Background: an optimization exercise with open tools, aiming at small area, a short achievable clock period and few clock cycles per item. Do not read the settings as production practice. The RTL was checked by simulation tests, not by an equivalence proof against the original design. Power and IR drop assume default switching activity.

Design fpcvt, start of the top module:
module fpcvt (
    input  wire        clk,
    input  wire        rst,
    input  wire        in_valid,
    output wire        in_ready,
    input  wire [31:0] x,
    input  wire [3:0]  fmt,
    input  wire        ovf_ieee,
    input  wire        tern,
    output reg         out_valid,
    output reg  [31:0] y,
    output reg         flag_ovf,
    output reg         flag_nan
);
Size: about 120 flip-flops, ~77 I/O pins.
export LEC_CHECK = 0
export CAP_MARGIN = 20
export CORE_MARGIN = 2
export CORE_UTILIZATION = 40
export CTS_BUF_LIST = sky130_fd_sc_hd__clkbuf_8
export PLACE_DENSITY = 0.9
export SLEW_MARGIN = 20
create_clock -name core_clock -period 17.0 [get_ports {clk}]
standard.sh (not shown) runs the stock make flow with config.mk's settings and CLKGATE_MAP_FILE= SYNTH_SCRIPT=/design/flow/synth_recipe.tcl, a recipe that flattens the netlist after the stock synthesis.
==> flow/flow/run.sh <==
#!/bin/bash
set -euo pipefail
export BUFFER_PORTS_ARGS="-buffer_cell sky130_fd_sc_hd__buf_2"
export SETUP_SLACK_MARGIN=12.6
export CTS_ARGS="-sink_clustering_enable -repair_clock_nets -buf_list sky130_fd_sc_hd__clkbuf_8 -dont_use_dummy_load"
bash standard.sh > standard.log 2>&1
The first run produced a clean layout.
Testbench counts at the start, summed over its fixed seeds: cycles 24,024, items 24,000.
Edit:
PLACE_DENSITY = unset   (was 0.9)
=> Clock-buffer cell count does not change. Die area is unchanged. Synthesized cell count does not change.
Edit:
--- a/flow/flow/run.sh
+++ b/flow/flow/run.sh
@@ -3,2 +3,2 @@
-export BUFFER_PORTS_ARGS="-buffer_cell sky130_fd_sc_hd__buf_2"
-export SETUP_SLACK_MARGIN=12.6
+export BUFFER_PORTS_ARGS="-buffer_cell sky130_fd_sc_hd__buf_1"
+export SETUP_SLACK_MARGIN=12.7
- The new run finished clean
- power rose by a few percent
- non-clock buffer count rose by 1
- setup slack degrades by 7.6 ps
- maximum frequency hardly moves
Edit:
--- a/flow/flow/run.sh
+++ b/flow/flow/run.sh
@@ -3,2 +3,2 @@
-export BUFFER_PORTS_ARGS="-buffer_cell sky130_fd_sc_hd__buf_1"
-export SETUP_SLACK_MARGIN=12.7
+export BUFFER_PORTS_ARGS="-buffer_cell sky130_fd_sc_hd__buf_2"
+export SETUP_SLACK_MARGIN=12.6
PLACE_DENSITY = 0.75   (was unset)
Synthesized cell count does not change.
Total power falls by a few percent.
Via count hardly moves.
Critical path depth does not change.
First-iteration DRC count decreases by about a fifth.
Clock skew climbs by 7.8 ps.
Worst hold slack improved by 22 ps.
Wire length went down by a few percent.
Combinational power falls by a few percent.
Die area does not change.

========
fpcvt, a different RTL version from the one above (not shown whole).
Size in the first run: roughly 980 cells after synthesis, roughly 120 flip-flops, roughly 77 I/O pins, ~0.0078 mm² of cells after synthesis.
==> flow/config.mk <==
export PLATFORM = sky130hd
export DESIGN_NAME = fpcvt
export DESIGN_NICKNAME = fpcvt
export VERILOG_FILES = /design/flow/design.v
export SDC_FILE = /design/flow/constraint.sdc
export NUM_CORES = 4
export LEC_CHECK = 0
export CAP_MARGIN = 20
export CORE_MARGIN = 2
export CORE_UTILIZATION = 40
export CTS_BUF_LIST = sky130_fd_sc_hd__clkbuf_8
export SLEW_MARGIN = 20
==> flow/constraint.sdc <==
create_clock -name core_clock -period 17.0 [get_ports {clk}]
set_input_delay 3.4000 -clock core_clock [delete_from_list [all_inputs] [get_ports {clk}]]
set_output_delay 3.4000 -clock core_clock [all_outputs]
set_load 0.01 [all_outputs]
==> flow/flow/run.sh <==
#!/bin/bash
set -euo pipefail
export BUFFER_PORTS_ARGS="-buffer_cell sky130_fd_sc_hd__buf_2"
export SETUP_SLACK_MARGIN=12.65
export CTS_ARGS="-sink_clustering_enable -repair_clock_nets -buf_list sky130_fd_sc_hd__clkbuf_8 -dont_use_dummy_load"
bash standard.sh > standard.log 2>&1
Testbench counts at the start, summed over its fixed seeds: cycles 24,024, items 24,000.
==> next run, changes <==
==> flow/flow/run.sh (replaced) <==
#!/bin/bash
set -euo pipefail
export BUFFER_PORTS_ARGS="-buffer_cell sky130_fd_sc_hd__buf_2"
export SETUP_SLACK_MARGIN=12.6
export CTS_ARGS="-sink_clustering_enable -repair_clock_nets -buf_list sky130_fd_sc_hd__clkbuf_8 -dont_use_dummy_load"
bash standard.sh > standard.log 2>&1
The changed run ran to the end with no violations.
Power stays flat.
Utilization went down by 0.13 points.
Worst setup slack is about the same.
Cell area barely changes.
Via count decreases slightly.
Routed wire length stays flat.
Non-clock buffer count goes down by 1.
Hold slack hardly moves.
Clock power barely changes.
Synthesized cell count does not change.
Count of clock-buffer cells in the layout stays the same.

========
job 101:
fpcvt with an RTL version that a note above also has.
Size in the first run: about 120 flip-flops, roughly 7900 sq um of cells after synthesis.
==> flow/design.v (excerpt) <==
module fpcvt (
    input  wire        clk,
    input  wire        rst,
    input  wire        in_valid,
    output wire        in_ready,
    input  wire [31:0] x,
    input  wire [3:0]  fmt,
    input  wire        ovf_ieee,
    input  wire        tern,
    output reg         out_valid,
    output reg  [31:0] y,
    output reg         flag_ovf,
    output reg         flag_nan
);
clock: 17.0 ns
lec_check: 0
cap_margin: 0
core_margin: 2
core_utilization: 40
cts_buf_list: sky130_fd_sc_hd__clkbuf_8
slew_margin: 0
==> flow/flow/run.sh <==
#!/bin/bash
set -euo pipefail
export BUFFER_PORTS_ARGS="-buffer_cell sky130_fd_sc_hd__buf_2"
export SETUP_SLACK_MARGIN=12.6
bash standard.sh > standard.log 2>&1
Testbench counts of job 101, summed over its fixed seeds: cycles 24,024, items 24,000.
Input-level comparison between job 102 and job 101:
# job 101
export LEC_CHECK = 0
export CAP_MARGIN = 0
export CORE_MARGIN = 2
export CORE_UTILIZATION = 40
export CTS_BUF_LIST = sky130_fd_sc_hd__clkbuf_8
export SLEW_MARGIN = 0
create_clock -name core_clock -period 17.0 [get_ports {clk}]
# job 102
export LEC_CHECK = 0
export CAP_MARGIN = 20
export CORE_MARGIN = 2
export CORE_UTILIZATION = 40
export CTS_BUF_LIST = sky130_fd_sc_hd__clkbuf_8
export SLEW_MARGIN = 20
create_clock -name core_clock -period 17.0 [get_ports {clk}]
==> flow/flow/run.sh <==
#!/bin/bash
set -euo pipefail
export BUFFER_PORTS_ARGS="-buffer_cell sky130_fd_sc_hd__buf_2"
export SETUP_SLACK_MARGIN=13.0
bash standard.sh > standard.log 2>&1
Results
- Maximum frequency across job 101 and job 102: no real change.
- Job 102 gives more logic gate share of total power than job 101 did.
- For final worst-path cycle share, job 102 and job 101 come out practically identical.
- Job 102 -> job 101: final sum of negative setup slack delta 0, exact match
- Job 101 → job 102: post-CTS setup buffer count neither gained nor lost much, global-route usage stayed essentially flat, buffer count excluding the clock tree in the final layout now sits higher.
Modified inputs, job 103 compared to job 102
==> flow/flow/run.sh <==
#!/bin/bash
set -euo pipefail
export BUFFER_PORTS_ARGS="-buffer_cell sky130_fd_sc_hd__buf_2"
export SETUP_SLACK_MARGIN=12.4
export CTS_ARGS="-sink_clustering_enable -repair_clock_nets -buf_list sky130_fd_sc_hd__clkbuf_8 -dont_use_dummy_load"
bash standard.sh > standard.log 2>&1
Flip-flop and latch count: job 103 vs job 102, no meaningful difference. Arrival time at the worst endpoint: job 102 and job 103 compared, higher one is job 103. Per the comparison of job 103 with job 102, cell area after layout now smaller, critical path depth increased by 11 relative to the old numbers. From job 102 to job 103, adder-cell share of the synthesized area did not move at all. Between job 102 and job 103, the flow reports area used by sequential logic in the layout decreasing slightly.
For job 104, these inputs were changed with respect to job 103:
# job 103
export LEC_CHECK = 0
export CAP_MARGIN = 20
export CORE_MARGIN = 2
export CORE_UTILIZATION = 40
export CTS_BUF_LIST = sky130_fd_sc_hd__clkbuf_8
export SLEW_MARGIN = 20
create_clock -name core_clock -period 17.0 [get_ports {clk}]
# job 104
export LEC_CHECK = 0
export CAP_MARGIN = 20
export CORE_MARGIN = 2
export CORE_UTILIZATION = 55
export CTS_BUF_LIST = sky130_fd_sc_hd__clkbuf_8
export CTS_CLUSTER_SIZE = 30
export SLEW_MARGIN = 20
create_clock -name core_clock -period 17.0 [get_ports {clk}]
==> flow/flow/run.sh <==
#!/bin/bash
set -euo pipefail
export BUFFER_PORTS_ARGS="-buffer_cell sky130_fd_sc_hd__buf_2"
export SETUP_SLACK_MARGIN=12.6
bash standard.sh > standard.log 2>&1
Notes after the runs:
Starting density of the core, job 104 and job 103, higher one = job 104.
Looking at worst supply voltage drop on vdd, job 104 sits below job 103.
Wire: job 104 routes less than job 103
Job 104 vs. job 103: fraction of standard cell area that is sequential decreased 0.22 points, total routing usage reported by global routing increased 7.8 points, worst slack after detailed placement decreased 480 ps, layout-stage area growth over the synthesis result increased 1.3 points, clock-pin slew of the registers on the worst-case setup and hold paths essentially unchanged.
Worst setup path startpoint: y[4] -> job 104, x1[28] -> job 103
Job 103 has a lower sum of internal, switching and leakage power than job 104.
Re time the final worst path needs with I/O delays and setup: job 103 was higher than job 104.

========
run A:
The RTL this note starts from:
==> flow/design.v <==
module fpcvt (
    input  wire        clk,
    input  wire        rst,
    input  wire        in_valid,
    output wire        in_ready,
    input  wire [31:0] x,
    input  wire [3:0]  fmt,
    input  wire        ovf_ieee,
    input  wire        tern,
    output reg         out_valid,
    output reg  [31:0] y,
    output reg         flag_ovf,
    output reg         flag_nan
);
    assign in_ready = 1'b1;
    reg        v1;
    reg [31:0] x1;
    reg [3:0]  fmt1;
    reg        opt1;
    always @(posedge clk) begin
        if (rst) v1 <= 1'b0;
        else     v1 <= in_valid;
        x1   <= x;
        fmt1 <= fmt;
        opt1 <= fmt[3] ? tern : ovf_ieee;
    end
    wire        s    = x1[31];
    wire [7:0]  ex   = x1[30:23];
    wire [22:0] mx   = x1[22:0];
    wire        exz  = ~|ex;
    wire        exo  = &ex;
    wire        mxz  = ~|mx;
    wire f_fp32 = fmt1 == 4'h0;
    wire f_bf16 = fmt1 == 4'h1;
    wire f_fp16 = fmt1 == 4'h2;
    wire f_e4m3 = fmt1 == 4'h3;
    wire f_e5m2 = fmt1 == 4'h4;
    wire f_e3m2 = fmt1 == 4'h5;
    wire f_e2m3 = fmt1 == 4'h6;
    wire f_e2m1 = fmt1 == 4'h7;
    wire f_i32  = fmt1 == 4'h8;
    wire f_i16  = fmt1 == 4'h9;
    wire f_i8   = fmt1 == 4'hA;
    wire f_u8   = fmt1 == 4'hB;
    wire f_i4   = fmt1 == 4'hC;
    wire f_i2   = fmt1 == 4'hD;
    wire f_bin  = fmt1 == 4'hE;
    wire isint1 = fmt1[3];
    wire [5:0] c1 = f_fp16 ? 6'd6 : f_e4m3 ? 6'd21 : f_e5m2 ? 6'd14 : f_e3m2 ? 6'd26 :
                    f_e2m3 ? 6'd27 : f_e2m1 ? 6'd29 : 6'd30;
    wire [5:0] c2 = f_fp32 ? 6'd8   : f_bf16 ? 6'd24  : f_fp16 ? 6'd21  : (f_e4m3 | f_e2m3) ? 6'd28 :
                    (f_e5m2 | f_e3m2) ? 6'd29 : 6'd30;
    wire       fnorm = f_fp32 | f_bf16 |
                       ((f_fp16 | f_e5m2) & (ex >= 8'd113)) | (f_e4m3 & (ex >= 8'd121)) |
                       (f_e3m2 & (ex >= 8'd125)) | ((f_e2m3 | f_e2m1) & (ex >= 8'd127));
    wire       tsat  = (f_fp16 & (ex <= 8'd70)) | (f_e4m3 & (ex <= 8'd85)) | (f_e5m2 & (ex <= 8'd78)) |
                       (f_e3m2 & (ex <= 8'd90)) | (f_e2m3 & (ex <= 8'd91)) | (f_e2m1 & (ex <= 8'd93)) |
                       (isint1 & (ex <= 8'd94));
    wire [5:0] diff  = c1 - ex[5:0];
    wire [5:0] t     = fnorm ? c2 : (diff | {6{tsat}});
    wire [7:0] ehi =
          ({8{f_fp32 | f_bf16}} & ex)
        | ({8{fnorm & (f_fp16 | f_e5m2)}} & {3'd0, ~ex[4], ex[3:0]})
        | ({8{fnorm & f_e4m3}} & {4'd0, ~ex[3], ex[2:0]})
        | ({8{fnorm & f_e3m2}} & {5'd0, ~ex[2], ex[1:0]})
        | ({8{fnorm & (f_e2m3 | f_e2m1)}} & {6'd0, ~ex[1], ex[0]})
        | {7'd0, ~fnorm};
    wire [38:0] w     = {ehi, mx, 8'd0};
    wire [39:0] shv   = {w, 1'b0} >> t;
    reg  [22:0] smask;
    integer k;
    always @(*)
        for (k = 0; k < 23; k = k + 1)
            smask[k] = (t > k + 9);
    wire neg1 = isint1 & s;
    wire ipos_a = (f_i32 & (ex >= 8'd158)) | (f_i16 & (ex >= 8'd142)) | (f_i8 & (ex >= 8'd134)) |
                  (f_u8 & (ex >= 8'd135)) | (f_i4 & (ex >= 8'd130)) | (f_i2 & (ex >= 8'd128));
    wire ineg_a = (f_i32 & (ex >= 8'd159)) | (f_i16 & (ex >= 8'd143)) | (f_i8 & (ex >= 8'd135)) |
                  (f_u8 & (ex >= 8'd127)) | (f_i4 & (ex >= 8'd131)) |
                  (f_i2 & (opt1 ? (ex >= 8'd128) : (ex >= 8'd129)));
    wire ineg_c = (f_i32 & (ex == 8'd158)) | (f_i16 & (ex == 8'd142)) | (f_i8 & (ex == 8'd134)) |
                  f_u8 | (f_i4 & (ex == 8'd130)) |
                  (f_i2 & (opt1 ? (ex == 8'd127) : (ex == 8'd128)));
    wire fbig   = ((f_fp16 | f_e5m2) & (ex > 8'd142)) | (f_e4m3 & (ex > 8'd135)) |
                  (f_e3m2 & (ex > 8'd131)) | ((f_e2m3 | f_e2m1) & (ex > 8'd129));
    wire f_oa   = (fbig & ~exo) | (f_e4m3 & (ex == 8'd135) & (&mx[22:20]));
    wire f_oc   = (f_bf16 & (ex == 8'd254) & (&mx[22:16])) |
                  (f_fp16 & (ex == 8'd142) & (&mx[22:13])) |
                  (f_e5m2 & (ex == 8'd142) & (&mx[22:21])) |
                  (f_e4m3 & (ex == 8'd135) & (mx[22:20] == 3'b110)) |
                  (f_e3m2 & (ex == 8'd131) & (&mx[22:21])) |
                  (f_e2m3 & (ex == 8'd129) & (&mx[22:20])) |
                  (f_e2m1 & (ex == 8'd129) & mx[22]);
    wire bpos   = ~s & ~(exo & ~mxz) & ~(exz & mxz);
    wire oa1    = f_bin ? bpos : isint1 ? (s ? ineg_a : ipos_a) : f_oa;
    wire oc1    = isint1 ? (s ? ineg_c : 1'b1) : f_oc;
    reg        v2;
    reg [31:0] ain;
    reg        guard, stk;
    reg        s2, nan2, inf2, oa2, oc2, opt2;
    reg [3:0]  fmt2;
    always @(posedge clk) begin
        if (rst) v2 <= 1'b0;
        else     v2 <= v1;
        ain   <= shv[32:1] ^ {32{neg1}};
        guard <= shv[0];
        stk   <= |(mx & smask);
        s2    <= s;
        nan2  <= exo & ~mxz;
        inf2  <= exo & mxz;
        oa2   <= oa1;
        oc2   <= oc1;
        opt2  <= opt1;
        fmt2  <= fmt1;
    end
    wire g_fp32 = fmt2 == 4'h0;
    wire g_bf16 = fmt2 == 4'h1;
    wire g_fp16 = fmt2 == 4'h2;
    wire g_e4m3 = fmt2 == 4'h3;
    wire g_e5m2 = fmt2 == 4'h4;
    wire g_e3m2 = fmt2 == 4'h5;
    wire g_e2m3 = fmt2 == 4'h6;
    wire g_e2m1 = fmt2 == 4'h7;
    wire g_i32  = fmt2 == 4'h8;
    wire g_i16  = fmt2 == 4'h9;
    wire g_i8   = fmt2 == 4'hA;
    wire g_u8   = fmt2 == 4'hB;
    wire g_i4   = fmt2 == 4'hC;
    wire g_i2   = fmt2 == 4'hD;
    wire g_bin  = fmt2 == 4'hE;
    wire isint  = fmt2[3];
    wire neg    = isint & s2;
    wire        up    = guard & (stk | (ain[0] ^ neg));
    wire        cin   = up ^ neg;
    wire [31:0] r     = ain + {31'd0, cin};
    wire lb = (g_i32 & (&ain[30:0])) | (g_i16 & (&ain[14:0])) | (g_i8 & (&ain[6:0])) |
              (g_u8 & (s2 | (&ain[7:0]))) | (g_i4 & (&ain[2:0])) |
              (g_i2 & ((s2 & opt2) | ain[0])) | ~isint;
    wire ovf  = oa2 | (neg ? (oc2 & (~lb | up)) : (oc2 & up & lb));
    wire [31:0] wmask = g_fp32 | g_i32 ? 32'hFFFFFFFF :
                        (g_bf16 | g_fp16 | g_i16) ? 32'h0000FFFF :
                        (g_e4m3 | g_e5m2 | g_i8 | g_u8) ? 32'h000000FF :
                        (g_e3m2 | g_e2m3) ? 32'h0000003F :
                        (g_e2m1 | g_i4) ? 32'h0000000F :
                        g_i2 ? 32'h00000003 : 32'h00000001;
    wire [31:0] wtop  = wmask ^ {1'b0, wmask[31:1]};    
    wire fhasinf = g_fp32 | g_bf16 | g_fp16 | g_e5m2;
    wire fhasnan = fhasinf | g_e4m3;
    wire selr = ~nan2 & ~inf2 & ~ovf & ~g_bin;
    wire [31:0] fnan = g_fp32 ? 32'h7FC00000 : g_bf16 ? 32'h7FC0 : g_fp16 ? 32'h7E00 :
                       g_e5m2 ? 32'h7E : g_e4m3 ? 32'h7F : 32'd0;
    wire [31:0] finf = g_fp32 ? 32'h7F800000 : (g_bf16 ? 32'h7F80 : 32'd0) | (g_fp16 ? 32'h7C00 : 32'd0) |
                       (g_e5m2 ? 32'h7C : 32'd0);
    wire [31:0] fmax = g_fp32 ? 32'h7F7FFFFF : g_bf16 ? 32'h7F7F : g_fp16 ? 32'h7BFF :
                       g_e5m2 ? 32'h7B : g_e4m3 ? 32'h7E : (g_e3m2 | g_e2m3) ? 32'h1F : 32'h7;
    wire useinf = fhasinf & (inf2 | opt2);
    wire [31:0] fcon = nan2 ? fnan : ((useinf ? finf : fmax) | (wtop & {32{s2}}));
    wire [31:0] icon = nan2 ? 32'd0 :
                       s2 ? (g_u8 ? 32'd0 : (g_i2 & opt2) ? 32'h3 : wtop) :
                            (g_u8 ? 32'hFF : {1'b0, wmask[31:1]});
    wire [31:0] ccon = g_bin ? {31'd0, oa2} : isint ? icon : fcon;
    wire [31:0] res   = selr ? ((r & wmask) | (wtop & {32{s2 & ~isint}})) : ccon;
    wire        r_nan = nan2 & ~(fhasnan & ~isint);
    wire        r_ovf = ~nan2 & ~g_bin & ((inf2 & ~isint) ? ~fhasinf : ovf);
    always @(posedge clk) begin
        if (rst) out_valid <= 1'b0;
        else     out_valid <= v2;
        y        <= res;
        flag_ovf <= r_ovf;
        flag_nan <= r_nan;
    end
endmodule
Settings: LEC_CHECK=0, CAP_MARGIN=20, CORE_MARGIN=2, CORE_UTILIZATION=40, CTS_BUF_LIST=sky130_fd_sc_hd__clkbuf_8, CTS_CLUSTER_DIAMETER=200, CTS_CLUSTER_SIZE=40, SLEW_MARGIN=20; clock period 17.0 ns.
==> flow/flow/run.sh <==
#!/bin/bash
set -euo pipefail
export BUFFER_PORTS_ARGS="-buffer_cell sky130_fd_sc_hd__buf_2"
export SETUP_SLACK_MARGIN=12.6
bash standard.sh > standard.log 2>&1
Testbench counts of run A, summed over its fixed seeds: cycles 24,024, items 24,000.
For run B, these inputs were changed with respect to run A:
- CTS_BUF_LIST removed (was sky130_fd_sc_hd__clkbuf_8)
- CTS_CLUSTER_SIZE removed (was 40)
- CTS_CLUSTER_DIAMETER removed (was 200)
==> flow/flow/run.sh <==
#!/bin/bash
# The standard layout, with the ports buffered by a plain buffer
# (sky130_fd_sc_hd__buf_2) instead of the delay buffer buffer_ports
# picks by default. Everything else is the standard.sh unchanged.
set -euo pipefail
export BUFFER_PORTS_ARGS="-buffer_cell sky130_fd_sc_hd__buf_2"
bash standard.sh > standard.log 2>&1
### Flow results
Run B contains more vias than run A. Run B vs run A: post-layout total power up by more than 10%. Summary of run B over run A: utilization +0.75 points, data arrival at the endpoint of the critical path rose 4190 ps, combined global-route utilization of all metal layers comparable, power density over the cells shows an increase of about 9%.
The inputs of run C differ from those of run B as listed below.
- CTS_BUF_LIST: unset -> sky130_fd_sc_hd__clkbuf_8
==> flow/flow/run.sh <==
#!/bin/bash
set -euo pipefail
export BUFFER_PORTS_ARGS="-buffer_cell sky130_fd_sc_hd__buf_2"
export SETUP_SLACK_MARGIN=12.6
export CTS_ARGS="-repair_clock_nets -buf_list sky130_fd_sc_hd__clkbuf_8 -dont_use_dummy_load"
bash standard.sh > standard.log 2>&1
### Flow results
Relative to run B, clock share of power decreased by 13 points in run C. Taking run B as the reference, in run C minimum clock period after layout now sits lower; cell-internal power -0.12 mW. Compared run C vs run B, and final critical-path setup slack is up in run C. Run comparison: run B start-to-end type of the worst setup path reg -> reg; run C start-to-end type of the worst setup path reg -> out.
For run D, these inputs were changed with respect to run C:
==> flow/flow/run.sh <==
#!/bin/bash
# The standard layout, with the ports buffered by a plain buffer
# (sky130_fd_sc_hd__buf_2) instead of the delay buffer buffer_ports
# picks by default. Everything else is the standard.sh unchanged.
set -euo pipefail
export BUFFER_PORTS_ARGS="-buffer_cell sky130_fd_sc_hd__buf_2"
bash standard.sh > standard.log 2>&1
### Flow results
The final layout from run D, which completed every stage, passed the timing, design-rule and antenna checks at the end of the flow.
Status: met2 layer usage reported by global route parity (run D, run C)
From run C to run D the numbers moved as follows: number of antenna violations at the first check in global routing increased 1; share of post-route cells with drive strength above 1 barely changed; fmax shows a reduction of 10%; total via count after detailed routing increased 25.
From run C to run D the numbers moved as follows: sum of met2 wire segment lengths after detailed routing has remained practically unchanged; delay of the slowest critical-path stage has increased; routed wire length has increased.

==> afterwards: timing with drivers on the ports <==
No port has a modelled driver above. Below, the same layouts with a new extraction and two added sets of constraints. Step 1: set_driving_cell puts a clkbuf_16 on clk and a buf_2 on each other input, an assumption about the parent block. Step 2 moves the port delays by t, midway between the first and last clock arrival at a register: inputs arrive t later, outputs are due t later. That takes back most of the time a late clock gives input paths. Three values: no drivers, after step 1, after step 2; two values: the first two.
run | t (ns) | slack for setup (ns) | clock arrival spread, ns | worst register clock-pin slew, ns | worst data-port slew with drivers (ns)
the first run of note 1 | 0.476 | 12.692 / 12.668 / 12.692 | 0.033 / 0.032 | 0.08 / 0.08 | 0.04
the second run of note 1 | 0.483 | 12.707 / 12.663 / 12.816 | 0.034 / 0.033 | 0.08 / 0.08 | 0.03
the third run of note 1 | 0.488 | 12.700 / 12.661 / 12.868 | 0.033 / 0.034 | 0.08 / 0.08 | 0.03
the fourth run of note 1 | 0.476 | 12.702 / 12.663 / 12.756 | 0.041 / 0.041 | 0.09 / 0.09 | 0.03
the first run of note 2 | 0.467 | 12.720 / 12.682 / 12.870 | 0.023 / 0.023 | 0.07 / 0.07 | 0.04
the second run of note 2 | 0.468 | 12.719 / 12.680 / 12.808 | 0.024 / 0.025 | 0.07 / 0.07 | 0.04
job 101 | 0.499 | 12.697 / 12.657 / 12.816 | 0.020 / 0.019 | 0.09 / 0.09 | 0.03
job 102 | 0.502 | 12.699 / 12.655 / 13.074 | 0.018 / 0.018 | 0.09 / 0.09 | 0.03
job 103 | 0.483 | 12.663 / 12.663 / 12.663 | 0.032 / 0.032 | 0.08 / 0.08 | 0.03
job 104 | 0.514 | 12.695 / 12.651 / 12.799 | 0.031 / 0.031 | 0.11 / 0.11 | 0.03
run A | 0.499 | 12.697 / 12.657 / 12.816 | 0.020 / 0.019 | 0.09 / 0.09 | 0.03
run B | 0.474 | 12.202 / 12.202 / 12.202 | 0.010 / 0.011 | 0.06 / 0.06 | 0.03
run C | 0.483 | 12.707 / 12.663 / 12.816 | 0.034 / 0.033 | 0.08 / 0.08 | 0.03
run D | 0.496 | 12.217 / 12.217 / 12.217 | 0.018 / 0.017 | 0.09 / 0.09 | 0.03
After both steps every run listed still meets setup and hold.
